From an optimization exercise on the open Yosys and OpenROAD flow, aimed at small area, a short achievable clock period and few clock cycles per item; shortcuts taken in it are not production practice. The RTL of this run was laid out without a check of its function.

==> design.v <==
module cz_f32_pack #(
    parameter W  = 48,
    parameter EW = 11
) (
    input                  sign,
    input  [W-1:0]         mag,
    input  signed [EW-1:0] elsb,
    output reg [31:0]      f
);
    integer              k;
    reg     [7:0]        lead;
    reg signed [EW+1:0]  target;
    reg signed [EW+1:0]  sh;
    reg     [W+24:0]     keep;
    reg     [W-1:0]      dropped;
    reg     [W-1:0]      half;
    reg                  round_up;
    reg     [24:0]       m;
    reg signed [EW+1:0]  lsb;
    always @* begin
        lead = 8'd0;
        for (k = 0; k < W; k = k + 1)
            if (mag[k]) lead = k[7:0];
        target = elsb + $signed({2'b00, lead}) - 23;
        if (target < -149) target = -149;
        sh = target - elsb;
        keep     = {(W+25){1'b0}};
        dropped  = {W{1'b0}};
        half     = {W{1'b0}};
        round_up = 1'b0;
        if (sh > W) begin
            keep = {(W+25){1'b0}};
        end else if (sh > 0) begin
            keep     = {25'd0, mag} >> sh;
            dropped  = mag & ((({{(W-1){1'b0}}, 1'b1}) << sh) - 1'b1);
            half     = {{(W-1){1'b0}}, 1'b1} << (sh - 1);
            round_up = (dropped > half) || ((dropped == half) && keep[0]);
        end else begin
            keep = {25'd0, mag} << (-sh);
        end
        m   = keep[24:0] + {24'd0, round_up};
        lsb = target;
        if (m[24]) begin
            m   = m >> 1;
            lsb = lsb + 1;
        end
        if (m == 25'd0)
            f = {sign, 31'd0};
        else if (m[23])
            f = {sign, lsb[7:0] + 8'd150, m[22:0]};
        else
            f = {sign, 8'd0, m[22:0]};
    end
endmodule
module cz_f32_add (
    input  [31:0] a,
    input  [31:0] b,
    output [31:0] s
);
    wire        swap = b[30:0] > a[30:0];
    wire [31:0] x = swap ? b : a;
    wire [31:0] y = swap ? a : b;
    wire [23:0] mx = (x[30:23] == 8'd0) ? {1'b0, x[22:0]} : {1'b1, x[22:0]};
    wire [23:0] my = (y[30:23] == 8'd0) ? {1'b0, y[22:0]} : {1'b1, y[22:0]};
    wire [7:0]  ex = (x[30:23] == 8'd0) ? 8'd1 : x[30:23];
    wire [7:0]  ey = (y[30:23] == 8'd0) ? 8'd1 : y[30:23];
    wire [7:0]  d  = ex - ey;
    wire [26:0] xa = {mx, 3'b000};
    wire [26:0] yf = {my, 3'b000};
    reg  [26:0] ya;
    always @* begin
        if (d >= 8'd27)
            ya = {26'd0, |my};
        else
            ya = (yf >> d) | {26'd0, |(yf & ((27'd1 << d) - 27'd1))};
    end
    wire        sub = x[31] ^ y[31];
    wire [27:0] sum = sub ? ({1'b0, xa} - {1'b0, ya}) : ({1'b0, xa} + {1'b0, ya});
    wire signed [10:0] elsb = $signed({3'b000, ex}) - 11'sd153;
    cz_f32_pack #(.W(28), .EW(11)) u_pack (
        .sign ((sum == 28'd0) ? 1'b0 : x[31]),
        .mag  (sum),
        .elsb (elsb),
        .f    (s)
    );
endmodule
module cz_f32_from_u16 (
    input             sign,
    input      [15:0] v,
    output reg [31:0] f
);
    integer    k;
    reg  [3:0] lead;
    reg [23:0] m;
    always @* begin
        lead = 4'd0;
        for (k = 0; k < 16; k = k + 1)
            if (v[k]) lead = k[3:0];
        m = {8'd0, v} << (5'd23 - {1'b0, lead});
        if (v == 16'd0)
            f = {sign, 31'd0};
        else
            f = {sign, 8'd127 + {4'd0, lead}, m[22:0]};
    end
endmodule
module cz_quant (
    input             clk,
    input             rst,           
    input             in_valid,
    output            in_ready,
    input      [31:0] in_d,          
    input             in_ident,      
    input       [2:0] in_table,      
    input       [4:0] in_width,      
    input       [2:0] in_dither,     
    input      [15:0] in_fn,         
    input       [2:0] in_word,       
    input      [19:0] in_entry,      
    input             in_zero,       
    output     [14:0] tbl_addr,      
    input      [15:0] tbl_data0,     
    input      [15:0] tbl_data1,     
    output reg        out_valid,
    input             out_ready,
    output reg [15:0] out_word,
    output reg [31:0] out_y          
);
    reg        s1_valid;
    reg [31:0] s1_d;
    reg        s1_ident;
    reg  [2:0] s1_table;
    reg  [4:0] s1_width;
    reg  [2:0] s1_dither;
    reg  [3:0] s1_fn;           
    reg  [2:0] s1_word;
    reg  [3:0] s1_entry;
    reg        s1_zero;
    wire advance = !out_valid || out_ready;
    assign in_ready = !s1_valid || advance;
    always @(posedge clk) begin
        if (rst) begin
            s1_valid <= 1'b0;
        end else if (in_ready) begin
            s1_valid <= in_valid;
        end
        if (in_valid && in_ready) begin
            s1_d      <= in_d;
            s1_ident  <= in_ident;
            s1_table  <= in_table;
            s1_width  <= in_width;
            s1_dither <= in_dither;
            s1_fn     <= in_fn[3:0];
            s1_word   <= in_word;
            s1_entry  <= in_entry[3:0];
            s1_zero   <= in_zero;
        end
    end
    wire [23:0] d_m = (s1_d[30:23] == 8'd0) ? {1'b0, s1_d[22:0]} : {1'b1, s1_d[22:0]};
    wire signed [10:0] d_e = (s1_d[30:23] == 8'd0) ? -11'sd149 : $signed({3'b000, s1_d[30:23]}) - 11'sd150;
    wire [35:0] x_exact = d_m * 12'd4095;
    wire [31:0] x;
    cz_f32_pack #(.W(36), .EW(11)) u_round_x (.sign(1'b0), .mag(x_exact), .elsb(d_e), .f(x));
    wire [23:0] x_m  = (x[30:23] == 8'd0) ? {1'b0, x[22:0]} : {1'b1, x[22:0]};
    wire [7:0]  x_sh = (x[30:23] >= 8'd127) ? (8'd150 - x[30:23]) : 8'd0;
    wire [11:0] idx  = (x[30:23] >= 8'd127) ? (x_m >> x_sh) : 12'd0;
    wire [23:0] fr_m = (x[30:23] >= 8'd127) ? (x_m & ((24'd1 << x_sh) - 24'd1)) : x_m;
    wire signed [10:0] fr_e = (x[30:23] == 8'd0) ? -11'sd149 : $signed({3'b000, x[30:23]}) - 11'sd150;
    assign tbl_addr = {s1_table, idx};
    wire        diff_neg = tbl_data1 < tbl_data0;
    wire [15:0] diff_mag = diff_neg ? (tbl_data0 - tbl_data1) : (tbl_data1 - tbl_data0);
    wire [39:0] step_exact = fr_m * diff_mag;
    wire [31:0] step;
    cz_f32_pack #(.W(40), .EW(11)) u_round_step (.sign(diff_neg), .mag(step_exact), .elsb(fr_e), .f(step));
    wire [31:0] t0;
    cz_f32_from_u16 u_cvt_t0 (.sign(1'b0), .v(tbl_data0), .f(t0));
    wire [31:0] interp;
    cz_f32_add u_add (.a(t0), .b(step), .s(interp));
    wire [39:0] ident_exact = d_m * 16'd65535;
    wire [31:0] ident_y;
    cz_f32_pack #(.W(40), .EW(11)) u_round_id (.sign(1'b0), .mag(ident_exact), .elsb(d_e), .f(ident_y));
    wire [31:0] y = s1_ident        ? ident_y :
                    (idx == 12'd4095) ? t0 :
                                        interp;
    wire [23:0] y_m  = (y[30:23] == 8'd0) ? {1'b0, y[22:0]} : {1'b1, y[22:0]};
    wire [7:0]  y_sh = (y[30:23] == 8'd0) ? 8'd149 : (8'd150 - y[30:23]);
    wire [16:0] top   = (17'd1 << s1_width) - 17'd1;
    wire [3:0]  v_all = s1_fn + 4'd3 * {1'b0, s1_word} + 4'd5 * s1_entry;
    wire [3:0]  v     = v_all & ((4'd1 << s1_dither) - 4'd1);
    reg [3:0] br;
    always @* begin
        case (s1_dither)
            3'd1:    br = {3'b000, v[0]};
            3'd2:    br = {2'b00, v[0], v[1]};
            3'd3:    br = {1'b0, v[0], v[1], v[2]};
            3'd4:    br = {v[0], v[1], v[2], v[3]};
            default: br = 4'd0;
        endcase
    end
    wire [44:0] num      = ({21'd0, y_m} * {28'd0, top}) << (s1_dither + 3'd1);
    wire [36:0] dividend = num >> y_sh;
    wire [20:0] p_floor  = dividend / 37'd65535;
    wire [21:0] biased   = {1'b0, p_floor} + {17'd0, br, 1'b1};
    wire [21:0] q        = biased >> (s1_dither + 3'd1);
    wire [15:0] code     = (q > {5'd0, top}) ? top[15:0] : q[15:0];
    always @(posedge clk) begin
        if (rst) begin
            out_valid <= 1'b0;
        end else if (advance) begin
            out_valid <= s1_valid;
        end
        if (advance && s1_valid) begin
            out_word <= s1_zero ? 16'd0 : code;
            out_y    <= s1_zero ? 32'd0 : y;
        end
    end
endmodule
==> run.sh <==
#!/bin/bash
# synth_recipe.tcl (not shown) runs the flow's synth.tcl, then flattens the netlist and writes it again
# the make line also repeats each setting of config.mk as NAME=value (left out here)
make -C /OpenROAD-flow-scripts/flow DESIGN_CONFIG=/design/flow/config.mk WORK_HOME=/design/flow/orfs CLKGATE_MAP_FILE= SYNTH_SCRIPT=/design/flow/synth_recipe.tcl finish
==> config.mk <==
export PLATFORM = sky130hd
export DESIGN_NAME = cz_quant
export DESIGN_NICKNAME = cz_quant
export VERILOG_FILES = /design/flow/design.v
export SDC_FILE = /design/flow/constraint.sdc
export NUM_CORES = 4
export LEC_CHECK = 0
export CAP_MARGIN = 20
export CORE_MARGIN = 2
export CORE_UTILIZATION = 40
export SLEW_MARGIN = 20
==> constraint.sdc <==
create_clock -name core_clock -period 140.0 [get_ports {clk}]
set_input_delay 28.0000 -clock core_clock [delete_from_list [all_inputs] [get_ports {clk}]]
set_output_delay 28.0000 -clock core_clock [all_outputs]
set_load 0.01 [all_outputs]
==> notes.md <==
* Max frequency at 7.67 MHz
* Port bufs at 155
* Clk root buf: clkbuf_16
* Setup Crit Path Kind: in2reg
* Critical Path AT at 130.60 ns
* TNS Setup at 0 ns
* Setup violators final at 0
* Antenna-violating nets left at 0
* Post-synth EDFFs at 103
* Post-synth ARST share at 0%
* GRT Total Usage at 30.2%
* Drt first-iter violations at 13500
* Top delay family on crit path: compound AO/OA/AOI/OAI gates
* I/O pin total at 185
* Fin. max-slew vios at 0
* Die area at 0.290 mm²
* Drt wl/cell at 23.9 µm
* Slowest cell on crit path: a2111oi_0
* Worst-path clk slew at 0.12 ns
* Simple-gate area share of the yosys netlist at 26.1%
* Tcrit/Tclk final at 93.1%
* Core area at 0.285 mm²
* Largest family of logic cells by synthesized area: compound AO/OA/AOI/OAI gates
* Register area share after synthesis at 2.74%
* Total of max-cap violations at 0
* Area growth syn-to-layout at 4.03%
* Synth Warn # at 6
* Layout fillers at 29900
* Post-synthesis adder-cell area fraction at 24.5%
* Setup Buffers After CTS at 0
* Area leader, netlist: fa_1
* Worst Setup End Kind: flip-flop
* Die Y at 539 µm
* Status: no timing/DRC/antenna violations
* Slowest Stage Delay on Critical Path at 0.87 ns
* Period minus WS final at 130.37 ns
* Hold Violations, Final at 0
* DP Cell Count at 19000
* Cell Rows at 196
* Final Non-Filler Cells at 19000
* Clk Latency, worst-skew pair at 0.47 ns
* Final core occ at 41.8%
* First-pass GRT wire length at 697000 µm
* Synth Flop Type: edfxtp_1
* Worst Setup SP: tbl_data0[1]
* Largest net degree at the start of global routing at 74
* H-tree depth at 3
* Origin of the critical flop-to-flop path: s1_d[5]
* Via count at 120000
* Clk_skew at 0.0301 ns
* Synth Cell Area at 0.114 mm²
* Total Wirelength at 453000 µm
* Synth Area in XOR/XNOR at 5.26%
* CP Capture Point: out_word[0]
* Clock tree buffer depth at 2
* Drt via density at 6.31
* Worst-Margin Slew at 1.22 ns
* Post-synthesis cell count at 15600
* Die width at 539 µm
* Worst Path Buf+Inv at 26
* CP Depth at 385
* Post-synthesis mux area share at 5.97%
* Hold Crit Class: reg2reg
* Share of cells above drive strength 1 at 9.04%
* Cts hold-fix bufs at 0
* Reg2reg setup slack at 16.18 ns
* Unrepaired setup endpoints after global routing: no
* Worst-case reg-to-reg path depth at 466
* Critical path peak fanout at 64
* Grt total ovfl at 0
* CTS Sinks at 105
* Synth top area cells: fa_1, ha_1, nand2_1
* Most frequent CP cell: a21oi_1
* Yosys top cell area share at 16.1%
* Vias in the first global route at 114000
* # DRC at 0
* Nets at 17000
* Post-DP HPWL at 362000 µm
* Cell variety after synth at 210
* Number of detailed-route iterations in the first pass at 10
* CTS tree: done
* CP Launch Type: input port
* Placer Congestion at 1.03
* Reg2reg end: out_word[0]
* Register bit total from synthesis at 105
* TritonCTS Buffers at 9
* Post-cts gate resize count at 0
* Starting density of the core at 40.2%
* Mapped Avg Cell Area at 7.34 µm²
* Compound-Gate Fraction of Synth Area at 26.4%
* Crit path required time at 140.23 ns
* Initial antenna violation count at 9
* Slew margin rel. at 18.0%
==> registers in the layout, summed over array words and instances, names as in the netlist, 3 cells and up <==
name       count
s1_entry       4
s1_table       3
s1_word        3
out_word      16
s1_fn          4
s1_dither      3
out_y         32
s1_width       5
s1_d          31
==> worst min-delay path, cell delays in order, from the launching register on <==
cell	delay, ns
dfxtp_1	0.34
nor2_1	0.11
nor2_1	0.04
==> synthesized netlist by cell type, types with 109 or more instances <==
master       n
mux2i_1    404
or3_1      109
nor4_1     138
clkbuf_1   492
nor2b_1    111
nor3_1     379
a31oi_1    173
and3_1     119
o211ai_1   196
a21o_1     201
nand2_1   1844
a21oi_1    973
nand3_1    433
and2_1     271
ha_1       765
o21bai_1   109
inv_1     1329
xnor2_1    448
fa_1       918
nand2b_1   161
o21ai_0    760
o22ai_1    109
a211oi_1   189
nor2_1    1620
xor2_1     195
nand4_1    190
==> worst min-delay path by stage <==
stage | from | endpoint | slack [ns] | depth (start not counted)
2_1_floorplan | s1_valid | out_valid | 0.48 | 2
3_3_place_gp | s1_valid | out_valid | 0.52 | 2
5_1_grt | s1_valid | out_valid | 0.57 | 2
3_5_place_dp | s1_valid | out_valid | 0.52 | 2
6_report | s1_valid | out_valid | 0.53 | 2
4_1_cts | s1_valid | out_valid | 0.53 | 2
==> layout make-up <==
type / count / area [µm²] / share of cell area, %
timing repair buffer: 494 / 4090 / 3.44
clock inverter: 7 / 93.8 / 0.0789
inverter: 1350 / 5070 / 4.27
clock buffer: 9 / 225 / 0.189
multi-input combinational: 13300 / 102000 / 85.4
antenna: 10 / 25.0 / 0.0210
tap: 3762 / 4710 / 3.96
sequential: 105 / 3130 / 2.63
==> cells by family after synthesis <==
| logic type | after synthesis |
|---|---|
| other cells | 2 |
| buf+inv | 2202 |
| xor+xnor | 663 |
| fa+ha+maj | 1688 |
| compound gates | 4294 |
| flops | 105 |
| mux | 571 |
| simple gates | 6052 |
==> layout by cell type, fill, tap and decap left out, types with 110 or more instances in the layout <==
cell type        count
nand3_1            433
o211ai_1           196
nor4_1             136
and2_1             270
nand2b_1           161
nand4_1            190
a21oi_1            969
nor3_1             378
fa_1               916
nor2_1            1620
a31oi_1            172
a21o_1             201
and3_1             119
a211oi_1           189
inv_1             1328
nand2_1           1844
xor2_1             180
clkdlybuf4s50_1    155
o21ai_0            752
nor2b_1            110
mux2i_1            403
xnor2_1            418
ha_1               762
buf_4              336
==> per-layer routing <==
layer	share of wire, %	vias up	GRT usage (%)
li1	-	55300	-
met1	42	57800	40.6
met2	44	5872	47.6
met3	8.8	1054	4.64
met4	5.0	10	13.1
met5	0.012	-	0
==> metrics by stage <==
step / instance area, µm² / worst slack (ns) / hold WS (ns)
floorplan: 114000 / 29.65 / 0.478
global placement: 119000 / 12.05 / 0.518
detailed placement: 119000 / 11.82 / 0.515
CTS: 119000 / 11.90 / 0.529
global route: 119000 / 2.65 / 0.565
finish: 119000 / 9.63 / 0.526

port drivers added, routing unchanged:
How much do the figures lean on ideal ports? The routed layout below was timed once more, with nothing changed but the port constraints.
Step 1 (the two cells are an assumption about what drives the block):
set clk [get_ports {clk}]
set_driving_cell -lib_cell sky130_fd_sc_hd__clkbuf_16 $clk
set_driving_cell -lib_cell sky130_fd_sc_hd__buf_2 [delete_from_list [all_inputs] $clk]
Step 2 moves the port delays by t, midway between the first and last clock arrival at a register: inputs arrive t later, outputs are due t later. That takes back most of the time a late clock gives input paths.
Three values: ideal, step 1, step 2; two values: the first two.
t (ns): 0.531
setup slack, ns: 9.627 / 9.673 / 9.142
latest minus earliest clock arrival (ns): 0.032 / 0.032
slew at the worst register clock pin (ns): 0.12 / 0.12
After both steps this run still meets setup and hold. The setup slack of this run moves by +0.046 ns with the drivers and by -0.485 ns with both steps.
